Background: an optimization exercise with open tools, aiming at small area, a short achievable clock period and few clock cycles per item. Do not read the settings as production practice. No run shown here included a check of the RTL's function; only the layout flow was run. Power figures rest on the tool's default switching activity, not on a simulated workload.

[flow/run.sh]
#!/bin/bash
set -euo pipefail
bash standard.sh SETUP_SLACK_MARGIN=8.6 \
  'BUFFER_PORTS_ARGS=-buffer_cell sky130_fd_sc_hd__buf_1' finish > make_finish.log 2>&1
[standard.sh]
#!/bin/bash
# synth_recipe.tcl (not shown) runs the flow's synth.tcl, then flattens the netlist and writes it again
# the make line also repeats each setting of config.mk as NAME=value (left out here)
make -C /OpenROAD-flow-scripts/flow DESIGN_CONFIG=/design/flow/config.mk WORK_HOME=/design/flow/orfs CLKGATE_MAP_FILE= SYNTH_SCRIPT=/design/flow/synth_recipe.tcl "${@:-finish}"
[config.mk]
export PLATFORM = sky130hd
export DESIGN_NAME = friction_interp
export DESIGN_NICKNAME = friction_interp
export VERILOG_FILES = /design/flow/design.v
export SDC_FILE = /design/flow/constraint.sdc
export NUM_CORES = 4
export LEC_CHECK = 0
export CAP_MARGIN = 20
export CORE_MARGIN = 2
export CORE_UTILIZATION = 72
export CTS_CLUSTER_DIAMETER = 100
export CTS_CLUSTER_SIZE = 24
export SLEW_MARGIN = 20
[constraint.sdc]
create_clock -name core_clock -period 12.0 [get_ports {clk}]
set_input_delay 2.4000 -clock core_clock [delete_from_list [all_inputs] [get_ports {clk}]]
set_output_delay 2.4000 -clock core_clock [all_outputs]
set_load 0.01 [all_outputs]
[design.v]
module friction_interp (
    input  wire        clk,
    input  wire        rst,
    input  wire        start,
    input  wire [31:0] p,
    input  wire [31:0] pos_min,
    input  wire [31:0] span,
    input  wire        rotary,
    output wire        busy,
    output reg         done,
    output wire [31:0] term,
    output wire        mem_req,
    output wire [7:0]  mem_addr,
    input  wire [31:0] mem_rdata
);
    reg         idle, sub, lin, run;
    reg  [5:0]  cnt;           
    reg         divq;          
    reg         modq;          
    reg         alnq;          
    reg         firstq;        
    reg         hornq;         
    reg         qshq;          
    reg         idxq;          
    reg         selq;          
    reg         clampq;        
    reg  [31:0] s_reg;         
    reg         rot;
    reg         sgn;           
    reg         ovf;           
    reg  [31:0] rem;           
    reg  [31:0] a;             
    reg  [31:0] m;             
    reg  [47:0] acc;
    reg  [7:0]  addr;
    reg         busy_r;
    assign busy     = busy_r;
    assign mem_req  = busy_r;
    assign mem_addr = addr;
    assign term     = acc[47:16];
    wire        addm  = rem[31];                   
    wire [31:0] x1    = {rem[30:0], a[31]};
    wire [31:0] x2    = s_reg ^ {32{!addm}};
    wire        lo_z  = (x1[7:0] == 8'd0);
    wire        cin   = lin ? lo_z : !addm;
    wire [33:0] y_c   = {1'b0, x1, 1'b1} + {1'b0, x2, cin};
    wire [32:0] y     = y_c[33:1];
    wire        r_neg = x1[31] ^ x2[31] ^ y[32];    
    wire        ge    = !y[31];
    wire        qbit  = ge;
    wire [7:0]  neg_lo = ~x1[7:0] + 8'd1;
    reg  [31:0] s_top;         
    integer k;
    always @(*) begin
        s_top[31] = s_reg[31];
        for (k = 30; k >= 0; k = k - 1) s_top[k] = s_top[k+1] | s_reg[k];
    end
    wire [30:0] r_diff = rem[30:0] ^ {31{sgn}};      
    wire        wide   = |(r_diff & ~s_top[31:1]);
    wire        shr    = alnq & wide;
    wire [32:0] lo    = {1'b0, acc[30:0], a[23]} + {1'b0, m};
    wire [15:0] u2    = acc[46:31];
    wire [15:0] u2p   = u2 + 16'd1;
    wire [15:0] u2m   = u2 - 16'd1;
    wire [15:0] hi    = (lo[32] & !m[31]) ? u2p : (!lo[32] & m[31]) ? u2m : u2;
    wire [7:0]  idx   = a[7:0];
    wire [7:0]  inc   = idx + 8'd1;
    wire [7:0]  nxt   = (!rot && idx == 8'd255) ? 8'd255 : inc;
    wire        jump  = !rot & ovf & (cnt == 6'd27);
    wire        clamp = (lin & (sgn | ovf)) | (run & jump);
    wire        c_hi  = !(lin & sgn);
    wire [5:0]  cnt_d = jump ? 6'd3 : cnt - 6'd1;
    wire [5:0]  cnt_n = shr ? cnt + 6'd1 : cnt_d;
    always @(posedge clk) begin
        if (rst) begin
            idle <= 1'b1;
            sub  <= 1'b0;
            lin  <= 1'b0;
            run  <= 1'b0;
            done <= 1'b0;
            divq <= 1'b0;
            busy_r <= 1'b0;
        end else begin
            done <= 1'b0;
            if (idle) begin
                if (start) begin
                    idle <= 1'b0;
                    sub  <= 1'b1;
                    busy_r <= 1'b1;
                end
            end
            if (sub) begin
                sub  <= 1'b0;
                lin  <= !rot;
                run  <= rot;
                divq <= rot;
            end
            if (lin) begin
                lin  <= 1'b0;
                run  <= 1'b1;
                divq <= 1'b1;
            end
            if (run) begin
                divq <= (cnt_d >= 6'd4);
                if (cnt == 6'd1) begin
                    run  <= 1'b0;
                    idle <= 1'b1;
                    done <= 1'b1;
                    busy_r <= 1'b0;
                end
            end
        end
    end
    always @(posedge clk) begin
        if (sub) cnt <= 6'd28;
        else if (clamp) cnt <= 6'd3;
        else if (run) cnt <= cnt_n;
        if (sub) clampq <= 1'b0;
        else if (clamp) clampq <= 1'b1;
        alnq   <= sub ? rot : (run & alnq & wide);
        modq   <= sub ? rot : (run & rot & ((cnt_d >= 6'd28) | shr));
        qshq   <= sub | lin | (run & (cnt_d >= 6'd20));
        idxq   <= run & (cnt_d == 6'd20);
        selq   <= run & (cnt_d <= 6'd19) & (cnt_d >= 6'd4);
        firstq <= run & (cnt_d == 6'd17);
        hornq  <= run & (cnt_d <= 6'd16) & (cnt_d >= 6'd1);
    end
    always @(posedge clk) begin
        if (idle) begin
            s_reg <= pos_min;
            m     <= span;
            rot   <= rotary;
            a[31] <= p[0];
        end
        if (sub) begin
            sgn   <= r_neg;
            ovf   <= !rot & !r_neg & y[31];      
        end
        if (sub | lin) begin
            a     <= {y[0], (lin ? neg_lo : 8'd0), 23'd0};
            s_reg <= (sub & !rot) ? {8'd0, y[31:8]} : {1'b0, m[30:0]};
        end
        if (idle)
            rem <= {1'b0, p[31:1]};
        else if (shr)
            rem <= {rem[31], rem[31:1]};
        else if (sub | lin)
            rem <= {sub & r_neg, y[31:1]};
        else
            rem <= y[31:0];
        if (shr) begin
            a     <= {rem[0], a[31:1]};
        end else if (divq) begin
            if (qshq) a <= {a[30:0], qbit & !modq};
            if (!rot && cnt == 6'd28) ovf <= ovf | ge;
        end
        if (run) m <= mem_rdata;
        if (clamp)
            addr <= {8{c_hi}};
        else if (clampq)
            addr <= addr;
        else if (idxq)
            addr <= {a[6:0], qbit};
        else if (selq)
            addr <= qbit ? nxt : idx;
        acc <= clampq ? {m, 16'd0} :
               firstq ? {{16{m[31]}}, m[31:16]} : {hi, lo[31:0]};
        if (firstq)
            a[23:8] <= m[15:0];
        else if (hornq)
            a[23:8] <= {a[22:8], 1'b0};
    end
endmodule
==> run summary, run 1 <==
number of remaining DRC errors 0; vias in the first global route ~15000; RSZ-0062 raised after global routing true; commonest non-fill, non-tap cell in the layout nand2_1; number of cells on the critical path 8; Least-Margin Pin Slew roughly 1400 ps; port bufs 174; Critical path buffers and inverters 0; CTS tree yes; number of CTS-inserted buffers 13; Setup crit end acc[43]; gr ovfl total 0; kind of end point of the critical path flop; Mapped Area 15190 µm²; Gate Count Post-Synth 1823; reg2reg end acc[43]; CP max stage cell nor2b_1; final core area utilization 0.8626; diode count 0; max_slew headroom 0.08166; VDD IR max 207.3 µV; final hold viol count 0; Routed Antenna Nets 0; first-pass GRT wire length 76690 µm; Slew Limit Fails 0; Avg Inst Size Synth about 8.3 µm²; Synth cell types 90; power density over the cells 295.7 nW/µm²; Vias/cell 7.291; fin nets roughly 2200; Layout Cells excl Fill 2282; Post-synth EDFFs 74; HPWL after DPL 33000 µm; max cap viols 0; Worst path max stage delay 1060 ps; worst reg2reg path depth 8; Critical Path RT 12410 ps; chip height 149.2 µm; Die Span X 149.2 µm; fin area 18020 µm²; initial DRC count approximately 2400; largest net degree at the start of global routing 59; most frequent cells in the layout nand2_1 (206), nor2_1 (151), a21oi_1 (151); CP arrival 4270 ps; HP Class flop to flop; placed cell areas 15650 µm²; f_max 0.2590 GHz; Syn Nets roughly 2000; H-tree depth 1; row cnt 53; core box area ~21000 µm²; final setup vio count 0; total vias in the final route between 15000 and 20000; Critical Path Fanout Max 11; crit path cell chain ha_1, a21o_1, a21oi_1, o21ba_2, nor2b_1, nor4b_2, or3_1, a32o_1; register area share after synthesis 0.3229; status no timing/DRC/antenna violations; worst r2r src m[29]; Placer Congestion 0.9723; period utilisation layout 0.3218; initial core utilization 0.7271; Yosys warning count 1; Total GRT Usage 0.4322; Worst Setup Path Type flop to flop; Final TNS setup 0 ps; total wire length 57170 µm; FFs w/ async S/R, synth 0; R2R Setup Slk 8140 ps; clock latency on the worst-skew pair 510 ps; crit path from m[29]; Largest register FFs 48; TritonRoute pass-1 iters 9; synthesis-to-layout area growth 18.63%; CTS root buf clkbuf_16; area of the die 22270 µm²; largest register by flop count acc; initial antenna violation count 0; routed len/inst approximately 25 µm; worst-case clock buffer depth 3; Leak Pwr 6.944 nW; CP top delay family simple AND/OR/NAND/NOR gates; Yosys reg bits roughly 210; Ports 175; critical path startpoint category flop; Yosys top cell area share 0.1766; # placed instances 2143; post-synth top area cell dfxtp_1; CTS clk-pin slew, worst paths approximately 110 ps; ranking of synthesized cells by area dfxtp_1 (18%), edfxtp_1 (15%), ha_1 (6.1%), a21oi_1 (5.3%), nand2_1 (5.1%); Main synth FF type dfxtp_1; layout cell share with drive strength beyond 1 0.2143; clock sinks between 200 and 250; min cycle time layout 3861 ps; clk_skew between 30 and 40 ps
[power by group]
part / internal [W] / switching (W)
Sequential: 0.000977 / 0.000261
Clock: 0.000212 / 0.000274
Combinational: 0.00154 / 0.00206
Total: 0.00273 / 0.00260
[synth_stat cells (5+ instances only)]
| cell | instances |
|---|---|
| or4_1 | 11 |
| buf_4 | 37 |
| a311oi_1 | 10 |
| o221ai_1 | 6 |
| a21o_1 | 30 |
| a221o_1 | 10 |
| or2_2 | 14 |
| o31ai_1 | 28 |
| o31a_1 | 10 |
| and3_1 | 21 |
| nand4_1 | 13 |
| ha_1 | 74 |
| or3_1 | 18 |
| a211oi_1 | 18 |
| nor3_1 | 47 |
| clkbuf_1 | 82 |
| buf_2 | 15 |
| nand2_1 | 208 |
| a22oi_1 | 13 |
| mux2i_1 | 30 |
| buf_1 | 11 |
| a211o_1 | 10 |
| o21bai_1 | 9 |
| o211a_1 | 5 |
| nor4_1 | 9 |
| o21ai_0 | 106 |
| a21oi_1 | 160 |
| dfxtp_1 | 134 |
| nor2_1 | 155 |
| nand3_1 | 31 |
| nand2b_1 | 11 |
| a31oi_1 | 25 |
| xor2_1 | 10 |
| a22o_1 | 18 |
| o21a_1 | 22 |
| xnor2_1 | 79 |
| mux2_2 | 59 |
| and2_1 | 12 |
| edfxtp_1 | 74 |
| o211ai_1 | 25 |
| inv_1 | 45 |
| nor2b_1 | 23 |
[kinds of logic after synthesis]
| logic type | after synthesis | share of synthesized area |
|---|---|---|
| buffers and inverters | 190 | 0.05734 |
| muxes | 89 | 0.06351 |
| adders and majority gates | 76 | 0.06360 |
| and+or+nand+nor | 593 | 0.1830 |
| DFF | 208 | 0.3229 |
| xor gates and xnor gates | 89 | 0.05132 |
| AOI/OAI and AO/OA | 578 | 0.2583 |
[metrics by stage]
step | hold WS (ps) | power (W) | setup slack, ps
detailed placement | 479.6 | 0.003779 | 7508
global placement | 473.5 | 0.003715 | 7735
CTS | 493.5 | 0.004603 | 8453
global route | 521.1 | 0.005554 | 8163
finish | 491.6 | 0.005328 | 8139
floorplan | 432.4 | 0.003226 | 8611
[routing by layer]
layer,up-vias,share of wire,track usage,wire [µm]
met5,-,0,0,0
li1,7058,-,-,-
met3,496,0.14,0.07187,7940
met2,1580,0.43,0.6986,24660
met1,7505,0.33,0.5455,18990
met4,0,0.098,0.2552,5575
[worst min-delay path, cell delays in order (launching register included)]
cell and delay [ps]:
dfxtp_1 340, nand2_1 50, o21ai_0 60
[worst min path at each step]
stage,from,end,slack [ps],depth (start not counted)
global placement,a[28],a[27],470,2
global route,a[28],a[27],520,2
CTS,a[28],a[27],490,2
detailed placement,a[28],a[27],480,2
finish,a[28],a[27],490,2
floorplan,sub,sgn,430,0
[layout make-up]
class	instances	area [µm²]
fill	1163	2870
tap	275	344.1
timing repair buffer	304	1929
multi-input combinational	1428	10170
sequential	208	5007
inverter	45	173.9
clock inverter	4	45.04
clock buffer	18	344.1
[timing repair]
item                                    4_1_cts  5_1_grt
gates resized for setup                     150      119
hold buffers                                  0        0
pin swaps                                    33       69
endpoints found under the setup margin      153      118
setup buffers                                52       60
gates cloned                                  2        3
==> run 2, diff against run 1 <==
--- a/design.v
+++ b/design.v
@@ -23,7 +23,6 @@
     reg         qshq;          
     reg         idxq;          
     reg         selq;          
-    reg         clampq;        
     reg  [31:0] s_reg;         
     reg         rot;
     reg         sgn;           
@@ -65,11 +64,10 @@
     wire [15:0] hi    = (lo[32] & !m[31]) ? u2p : (!lo[32] & m[31]) ? u2m : u2;
     wire [7:0]  idx   = a[7:0];
     wire [7:0]  inc   = idx + 8'd1;
-    wire [7:0]  nxt   = (!rot && idx == 8'd255) ? 8'd255 : inc;
-    wire        jump  = !rot & ovf & (cnt == 6'd27);
-    wire        clamp = (lin & (sgn | ovf)) | (run & jump);
-    wire        c_hi  = !(lin & sgn);
-    wire [5:0]  cnt_d = jump ? 6'd3 : cnt - 6'd1;
+    wire        lneg  = !rot & sgn;                 
+    wire        qfix  = (qbit | ovf) & !lneg;
+    wire [7:0]  nxt   = ((!rot && idx == 8'd255) || lneg) ? idx : inc;
+    wire [5:0]  cnt_d = cnt - 6'd1;
     wire [5:0]  cnt_n = shr ? cnt + 6'd1 : cnt_d;
     always @(posedge clk) begin
         if (rst) begin
@@ -112,11 +110,8 @@
         end
     end
     always @(posedge clk) begin
-        if (sub) cnt <= 6'd28;
-        else if (clamp) cnt <= 6'd3;
+        if (sub) cnt <= rot ? 6'd28 : 6'd27;
         else if (run) cnt <= cnt_n;
-        if (sub) clampq <= 1'b0;
-        else if (clamp) clampq <= 1'b1;
         alnq   <= sub ? rot : (run & alnq & wide);
         modq   <= sub ? rot : (run & rot & ((cnt_d >= 6'd28) | shr));
         qshq   <= sub | lin | (run & (cnt_d >= 6'd20));
@@ -134,37 +129,36 @@
         end
         if (sub) begin
             sgn   <= r_neg;
-            ovf   <= !rot & !r_neg & y[31];      
+            ovf   <= 1'b0;
+            a     <= {y[0], 7'd0, !y[0] & !rot, 23'd0};
         end
-        if (sub | lin) begin
-            a     <= {y[0], (lin ? neg_lo : 8'd0), 23'd0};
+        if (lin) begin
+            ovf   <= !lo[32];                    
+            a     <= {neg_lo, 24'd0};
+        end
+        if (sub | lin)
             s_reg <= (sub & !rot) ? {8'd0, y[31:8]} : {1'b0, m[30:0]};
-        end
         if (idle)
             rem <= {1'b0, p[31:1]};
         else if (shr)
             rem <= {rem[31], rem[31:1]};
-        else if (sub | lin)
-            rem <= {sub & r_neg, y[31:1]};
+        else if (sub)
+            rem <= {r_neg, y[31:1]};
         else
             rem <= y[31:0];
         if (shr) begin
             a     <= {rem[0], a[31:1]};
         end else if (divq) begin
-            if (qshq) a <= {a[30:0], qbit & !modq};
-            if (!rot && cnt == 6'd28) ovf <= ovf | ge;
+            if (qshq) a <= {a[30:0], modq ? 1'b0 : qfix};
         end
         if (run) m <= mem_rdata;
-        if (clamp)
-            addr <= {8{c_hi}};
-        else if (clampq)
-            addr <= addr;
-        else if (idxq)
-            addr <= {a[6:0], qbit};
+        if (idxq)
+            addr <= {a[6:0], qfix};
         else if (selq)
             addr <= qbit ? nxt : idx;
-        acc <= clampq ? {m, 16'd0} :
-               firstq ? {{16{m[31]}}, m[31:16]} : {hi, lo[31:0]};
+        acc <= firstq ? {{16{m[31]}}, m[31:16]} : {hi, lo[31:0]};
+        if (sub)
+            acc[30:0] <= ~y[31:1];
         if (firstq)
             a[23:8] <= m[15:0];
         else if (hornq)
--- a/config.mk
+++ b/config.mk
@@ -7,7 +7,7 @@
 export LEC_CHECK = 0
 export CAP_MARGIN = 20
 export CORE_MARGIN = 2
-export CORE_UTILIZATION = 72
+export CORE_UTILIZATION = 65
 export CTS_CLUSTER_DIAMETER = 100
 export CTS_CLUSTER_SIZE = 24
 export SLEW_MARGIN = 20
==> run 2 against run 1 <==
Net effect:
- largest cell class unchanged
- utilization decreased by 8.8 points
- synthesized cell count decreased by 9.3%
- via count decreased by 17%
- still clean
- largest power group unchanged
==> run summary, run 2 <==
FFs w/ async S/R, synth 0; largest net degree at the start of global routing between 80 and 90; Critical Path Fanout Max 4; most frequent cells in the layout nand2_1 (155), buf_1 (137), o21ai_0 (134); layout cell share with drive strength beyond 1 0.1861; Vias/cell 6.532; Ports 175; Slew Limit Fails 0; first-pass GRT wire length 69010 µm; Syn Nets 1860; Total GRT Usage 0.3706; CTS Hold Bufs 0; H-tree depth 1; kind of end point of the critical path flop; f_max 0.2569 GHz; initial DRC count around 1500; row cnt 54; total wire length between 40000 and 50000 µm; diode count 0; critical path startpoint category flop; largest register by flop count acc; clk_skew about 28 ps; R2R Setup Slk 8110 ps; crit path cell chain inv_4, ha_4, nor4bb_4, and2_4, nor2_2, fa_2, and2b_2, o31a_4, o41ai_2, a2111o_1, nand4_2, nand2_2, a21bo_4, buf_6, mux2_4, o41a_1, a41oi_2; CP top delay family compound AO/OA/AOI/OAI gates; final setup vio count 0; reg2reg end addr[5]; number of remaining DRC errors 0; final core area utilization 0.7744; area of the die roughly 23000 µm²; WHS Endpoint a[27]; count leader, synth nand2_1; Die Span X between 150 and 200 µm; Final TNS setup 0 ps; Critical path buffers and inverters 2; Gate Count Post-Synth 1654; ranking of synthesized cells by area dfxtp_1 (18%), edfxtp_1 (17%), ha_1 (6.3%), xnor2_1 (5.5%), o21ai_0 (5.1%); clock power share 0.089; Yosys top cell area share 0.1765; Min-Delay Path Depth 2; CP arrival 4230 ps; final hold viol count 0; combinational power share 0.675; Largest register FFs 48; Synth cell types a little over 80; Leak Pwr 6.680 nW; Worst Setup Path Type flop to flop; commonest non-fill, non-tap cell in the layout nand2_1; clock latency on the worst-skew pair between 500 and 600 ps; Main synth FF type dfxtp_1; max_slew headroom 0.2625; VDD IR max 177.3 µV; min cycle time layout 3893 ps; HPWL after DPL 31800 µm; CTS root buf clkbuf_16; HP Class flop to flop; power density over the cells around 320 nW/µm²; Avg Inst Size Synth between 8 and 9 µm²; NetSw 0.002538 W; HP Start a[28]; routed len/inst 21.89 µm; share of power burned in registers 0.236; chip height ~150 µm; Routed Antenna Nets 0; Post-synth EDFFs 81; fin nets a little over 2000; vias in the first global route 12660; clock sinks just over 200; CTS clk-pin slew, worst paths 100 ps; Placer Congestion between 1 and 1.5; sw frac 0.4751; register area share after synthesis 0.3466; period utilisation layout 0.3244; CTS tree yes; initial core utilization 0.6591; Worst path max stage delay 440 ps; CP max stage cell o41a_1; status no timing/DRC/antenna violations; synthesis-to-layout area growth 17.50%; worst reg2reg path depth 17; port bufs 174; Yosys reg bits 207; worst r2r src a[31]; total vias in the final route roughly 14000; internal power 0.002804 W; Yosys warning count 1; Least-Margin Pin Slew roughly 1100 ps; Mapped Area 14290 µm²; worst-case clock buffer depth 3; core box area 21690 µm²; max cap viols 0; gr ovfl total 0; initial antenna violation count 2; number of CTS-inserted buffers 13; Post-synth top cells nand2_1 (160), o21ai_0 (147), a21oi_1 (127), dfxtp_1 (126), nor2_1 (125); TritonRoute pass-1 iters 8; Critical Path RT 12340 ps; RSZ-0062 raised after global routing true; post-synth top area cell dfxtp_1
-- run 2: routing by layer --
metal,vias to the layer above,track usage,share of wire
met2,758,0.5811,0.45
met5,-,0,0
met4,0,0.1068,0.028
li1,6384,-,-
met3,93,0.07480,0.11
met1,6496,0.5226,0.41
-- run 2: final cells by class --
| type | instances | area [µm²] |
|---|---|---|
| sequential | 207 | 5049 |
| timing repair buffer | 271 | 1599 |
| clock buffer | 18 | 354.1 |
| clock inverter | 4 | 45.04 |
| tap | 280 | 350.3 |
| inverter | 39 | 151.4 |
| fill | 1584 | 4893 |
| multi-input combinational | 1283 | 9246 |
-- run 2: per-stage QoR --
| step | area (µm²) | setup WS (ps) | power [W] | hold slack [ps] | cells |
|---|---|---|---|---|---|
| 2_1_floorplan | 14350 | 8203 | 0.003234 | 442.0 | 1654 |
| 3_3_place_gp | 14840 | 7652 | 0.003892 | 471.9 | 1995 |
| 3_5_place_dp | 14840 | 7591 | 0.003930 | 469.5 | 1995 |
| 4_1_cts | 16010 | 8153 | 0.004794 | 492.0 | 2064 |
| 5_1_grt | 16790 | 8018 | 0.005623 | 524.4 | 2102 |
| 6_report | 16790 | 8107 | 0.005343 | 494.9 | 2102 |
-- run 2: cells by family after synthesis --
logic type	after synthesis	share of synthesized area
AO/OA/AOI/OAI	536	0.2440
XOR/XNOR	119	0.07292
adder cells (fa/ha/maj)	76	0.06723
buffers and inverters	166	0.05445
flip-flops	207	0.3466
multiplexers	77	0.05751
AND/OR/NAND/NOR	473	0.1573
-- run 2: timing repair --
| item | in CTS | in global routing |
|---|---|---|
| setup buffers | 46 | 36 |
| gates cloned | 1 | 2 |
| pin swaps | 23 | 28 |
| gates resized for setup | 134 | 102 |
| setup endpoints to repair | 151 | 102 |
-- run 2: power groups by stage --
stage | Clock (W) | Sequential, W | Combinational [W]
final | 0.000476 | 0.00126 | 0.00361
after global routing | 0.000496 | 0.00128 | 0.00385
after CTS | 0.000476 | 0.00123 | 0.00308
after floorplan | 0 | 0.00113 | 0.00210
after global placement | 0 | 0.00125 | 0.00264
after detailed placement | 0 | 0.00125 | 0.00268
-- run 2: how the worst max path moves through the flow --
stage	from	to	cells past startpoint
after floorplan	a[31]	addr[6]	17
after global placement	sgn	rem[31]	11
after detailed placement	sgn	rem[31]	11
after CTS	rem[0]	addr[6]	16
after global routing	rem[0]	addr[5]	17
final	a[31]	addr[5]	17
-- run 2: worst reg2reg max path: stages (launching register included) --
cell      delay, ps
dfxtp_4         370
inv_4            60
ha_4            120
nor4bb_4        220
and2_4          200
nor2_2           40
fa_2            340
and2b_2         250
o31a_4          140
o41ai_2          60
a2111o_1        430
nand4_2         130
nand2_2          70
a21bo_4         260
buf_6           130
mux2_4          330
o41a_1          440
a41oi_2         160
==> run 3, diff against run 2 <==
--- a/design.v
+++ b/design.v
@@ -65,8 +65,8 @@
     wire [7:0]  idx   = a[7:0];
     wire [7:0]  inc   = idx + 8'd1;
     wire        lneg  = !rot & sgn;                 
-    wire        qfix  = (qbit | ovf) & !lneg;
-    wire [7:0]  nxt   = ((!rot && idx == 8'd255) || lneg) ? idx : inc;
+    wire        qfix  = qbit | ovf;
+    wire [7:0]  nxt   = (!rot && idx == 8'd255) ? 8'd255 : inc;
     wire [5:0]  cnt_d = cnt - 6'd1;
     wire [5:0]  cnt_n = shr ? cnt + 6'd1 : cnt_d;
     always @(posedge clk) begin
@@ -133,8 +133,8 @@
             a     <= {y[0], 7'd0, !y[0] & !rot, 23'd0};
         end
         if (lin) begin
-            ovf   <= !lo[32];                    
-            a     <= {neg_lo, 24'd0};
+            ovf   <= !lo[32] & !sgn;             
+            a     <= {neg_lo & {8{!sgn}}, 24'd0};
         end
         if (sub | lin)
             s_reg <= (sub & !rot) ? {8'd0, y[31:8]} : {1'b0, m[30:0]};
@@ -145,7 +145,7 @@
         else if (sub)
             rem <= {r_neg, y[31:1]};
         else
-            rem <= y[31:0];
+            rem <= y[31:0] & {32{!(lin & sgn)}};
         if (shr) begin
             a     <= {rem[0], a[31:1]};
         end else if (divq) begin
==> run 3 against run 2 <==
Net effect:
- still clean
- final area is 0.25% lower
- clock-buffer cell count is 1 lower
- global-route usage is 0.31 points higher
- first-iteration DRC count is 5.4% higher
- clock skew is 4.3 ps higher
- highest routed layer unchanged
- final cell count is 1.1% higher
- non-clock buffer count is 6 lower
- sequential cell count stayed put
- utilization is 0.20 points lower
- wire length is 1.0% higher
- largest power group unchanged
- hold slack worse by 8.5 ps
- combinational power is 3% lower
==> run summary, run 3 <==
status no timing/DRC/antenna violations; initial antenna violation count 2; Die Span X 152.4 µm; Gate Count Post-Synth roughly 1700; Leak Pwr ~6.6 nW; core box area 21690 µm²; Ports 175; number of CTS-inserted buffers 12; Mapped Area 14310 µm²; Worst Setup Path Type flop to flop; Final TNS setup 0 ps; FFs w/ async S/R, synth 0; TritonRoute pass-1 iters 6; RSZ-0062 raised after global routing true; Syn Nets around 1900; vias in the first global route 13040; power density over the cells 311.9 nW/µm²; chip height 152.4 µm; initial DRC count 1560; total wire length 46480 µm; post-synth top area cell dfxtp_1; Critical Path Fanout Max 3; initial core utilization 0.6598; clk_skew approximately 33 ps; register area share after synthesis 0.3462; layout cell share with drive strength beyond 1 0.1772; port bufs 174; number of remaining DRC errors 0; clock sinks 207; total vias in the final route 14130; period utilisation layout 0.3123; Yosys warning count 1; Critical Path RT 12230 ps; CP arrival 3980 ps; area of the die 23220 µm²; final hold viol count 0; Yosys top cell area share 0.1763; CTS root buf clkbuf_16; Post-synth top cells nand2_1 (196), a21oi_1 (144), nor2_1 (142), dfxtp_1 (126), xnor2_1 (86); max_slew headroom 0.2449; Avg Inst Size Synth 8.452 µm²; final setup vio count 0; row cnt 54; fin nets approximately 2000; ranking of synthesized cells by area dfxtp_1 (18%), edfxtp_1 (17%), ha_1 (6.3%), xnor2_1 (5.3%), nand2_1 (5.1%); Slew Limit Fails 0; Total GRT Usage 0.3737; dpl ws 7416 ps; Post-synth EDFFs 81; commonest non-fill, non-tap cell in the layout nand2_1; Main synth FF type dfxtp_1; clock latency on the worst-skew pair 510 ps; VDD IR max 181.0 µV; final worst slack around 8300 ps; Least-Margin Pin Slew 1131 ps; Largest register FFs 48; critical path startpoint category flop; count leader, synth nand2_1; worst-case clock buffer depth 3; min cycle time layout 3747 ps; Synth cell types 80; Routed Antenna Nets 0; HPWL after DPL between 30000 and 40000 µm; largest register by flop count acc; CTS clk-pin slew, worst paths around 100 ps; first-pass GRT wire length approximately 70000 µm; CTS tree yes; Placer Congestion between 0.9 and 1; fill count 1545; Vias/cell between 6 and 7; synthesis-to-layout area growth 17.07%; max cap viols 0; final core area utilization 0.7724; Yosys reg bits 207; most frequent cells in the layout nand2_1 (194), nor2_1 (139), a21oi_1 (136), buf_1 (136), dfxtp_1 (82); routed len/inst 21.86 µm; H-tree depth 1; kind of end point of the critical path flop; HP Class flop to flop; f_max 0.2669 GHz; largest net degree at the start of global routing 71; gr ovfl total 0
-- run 3: cell types whose count changed after synthesis, moves of 14 or more --
cell | before | now
a221o_1 | 23 | 1
a211o_1 | 4 | 20
nand2_1 | 160 | 196
a22oi_1 | 16 | 31
a21oi_1 | 127 | 144
o21ai_0 | 147 | 69
a2bb2oi_1 | 1 | 15
o21ai_1 | 0 | 23
nor2_1 | 125 | 142
a221oi_1 | 10 | 24
mux2i_1 | 39 | 7
-- run 3: cell type report --
| class | instances | area [µm²] | area share |
|---|---|---|---|
| Antenna cell | 1 | 2.502 | 0.0001494 |
| Clock buffer | 17 | 319.1 | 0.01905 |
| Clock inverter | 3 | 52.55 | 0.003137 |
| Inverter | 45 | 171.4 | 0.01023 |
| Multi-Input combinational cell | 1308 | 9190 | 0.5486 |
| Sequential cell | 207 | 5047 | 0.3013 |
| Tap cell | 280 | 350.3 | 0.02091 |
| Timing Repair Buffer | 265 | 1619 | 0.09665 |
-- run 3: path summary, 6_finish.rpt --
check | startpoint | to | slack, ps | cells past startpoint
hold reg to reg | a[25] | a[24] | 490 | 2
hold / removal | a[25] | a[24] | 490 | 2
setup / recovery | a[31] | addr[7] | 8250 | 17
setup reg to reg | a[31] | addr[7] | 8250 | 17
-- run 3: cells by family after synthesis --
group / after synthesis / share of synthesized area
AND/OR/NAND/NOR: 529 / 0.1724
buffers and inverters: 178 / 0.05657
flip-flops: 207 / 0.3462
XOR/XNOR: 125 / 0.07651
adder cells (fa/ha/maj): 74 / 0.06575
multiplexers: 44 / 0.03401
AO/OA/AOI/OAI: 536 / 0.2485
-- run 3: repair_timing --
item,in CTS,in global routing
pin swaps,17,38
endpoints found under the hold margin,0,0
gates resized for setup,122,103
hold buffers,0,0
endpoints found under the setup margin,156,96
buffers inserted,44,31
-- run 3: critical path, stage by stage (launching register included) --
cell      delay (ps)
dfxtp_4          370
inv_2             40
ha_4             160
nor4bb_4         150
nand2_1          100
o21ai_2           60
fa_2             370
a21oi_4          150
o211ai_2         110
a211o_4          370
a31oi_4          190
a211oi_2         100
and4bb_1         270
xnor2_1           70
buf_4            150
or3b_4           380
and3_1           150
or3_1            300
-- run 3: per-stage QoR --
stage	total power (W)	cell area, µm²	hold slack (ps)	std cells
after floorplan	0.003164	14360	432.4	1693
after global placement	0.003750	14860	469.1	2030
after detailed placement	0.003789	14860	472.9	2030
after CTS	0.004563	15940	477.9	2094
after global routing	0.005498	16750	512.3	2126
final	0.005226	16750	486.4	2126
-- run 3: where the power goes --
group | internal (W) | switching (W) | leakage, nW
clock | 0.000213 | 0.000247 | 0.179
combinational | 0.00157 | 0.00194 | 4.55
sequential | 0.000999 | 0.000262 | 1.87
-- run 3: per-layer routing --
metal	vias to the layer above	share of wire	track usage
li1	6449	-	-
met1	6654	0.39	0.5166
met2	869	0.46	0.5929
met3	157	0.11	0.05205
met4	0	0.044	0.1553
met5	-	0	0

## static timing again, ports no longer ideal
The flow's constraints put no driver on any port. The routed layouts listed below were extracted and timed again, unchanged, in two steps. Step 1: set_driving_cell puts a clkbuf_16 on clk and a buf_2 on each other input, an assumption about the parent block. Step 2 also shifts input and output timing later by t, the mid clock arrival at the registers, as if the neighbouring blocks saw the same clock. Three values: ideal ports, drivers, drivers and shift; two values: the first two.
run | shift t [ns] | setup WS [ns] | clock arrival spread, ns
run 1 | 0.548 | 8.139 / 8.139 / 8.139 | 0.034 / 0.034
run 2 | 0.546 | 8.107 / 8.107 / 8.107 | 0.028 / 0.028
run 3 | 0.540 | 8.253 / 8.253 / 8.253 | 0.033 / 0.033
After both steps setup and hold are still met in every run listed.
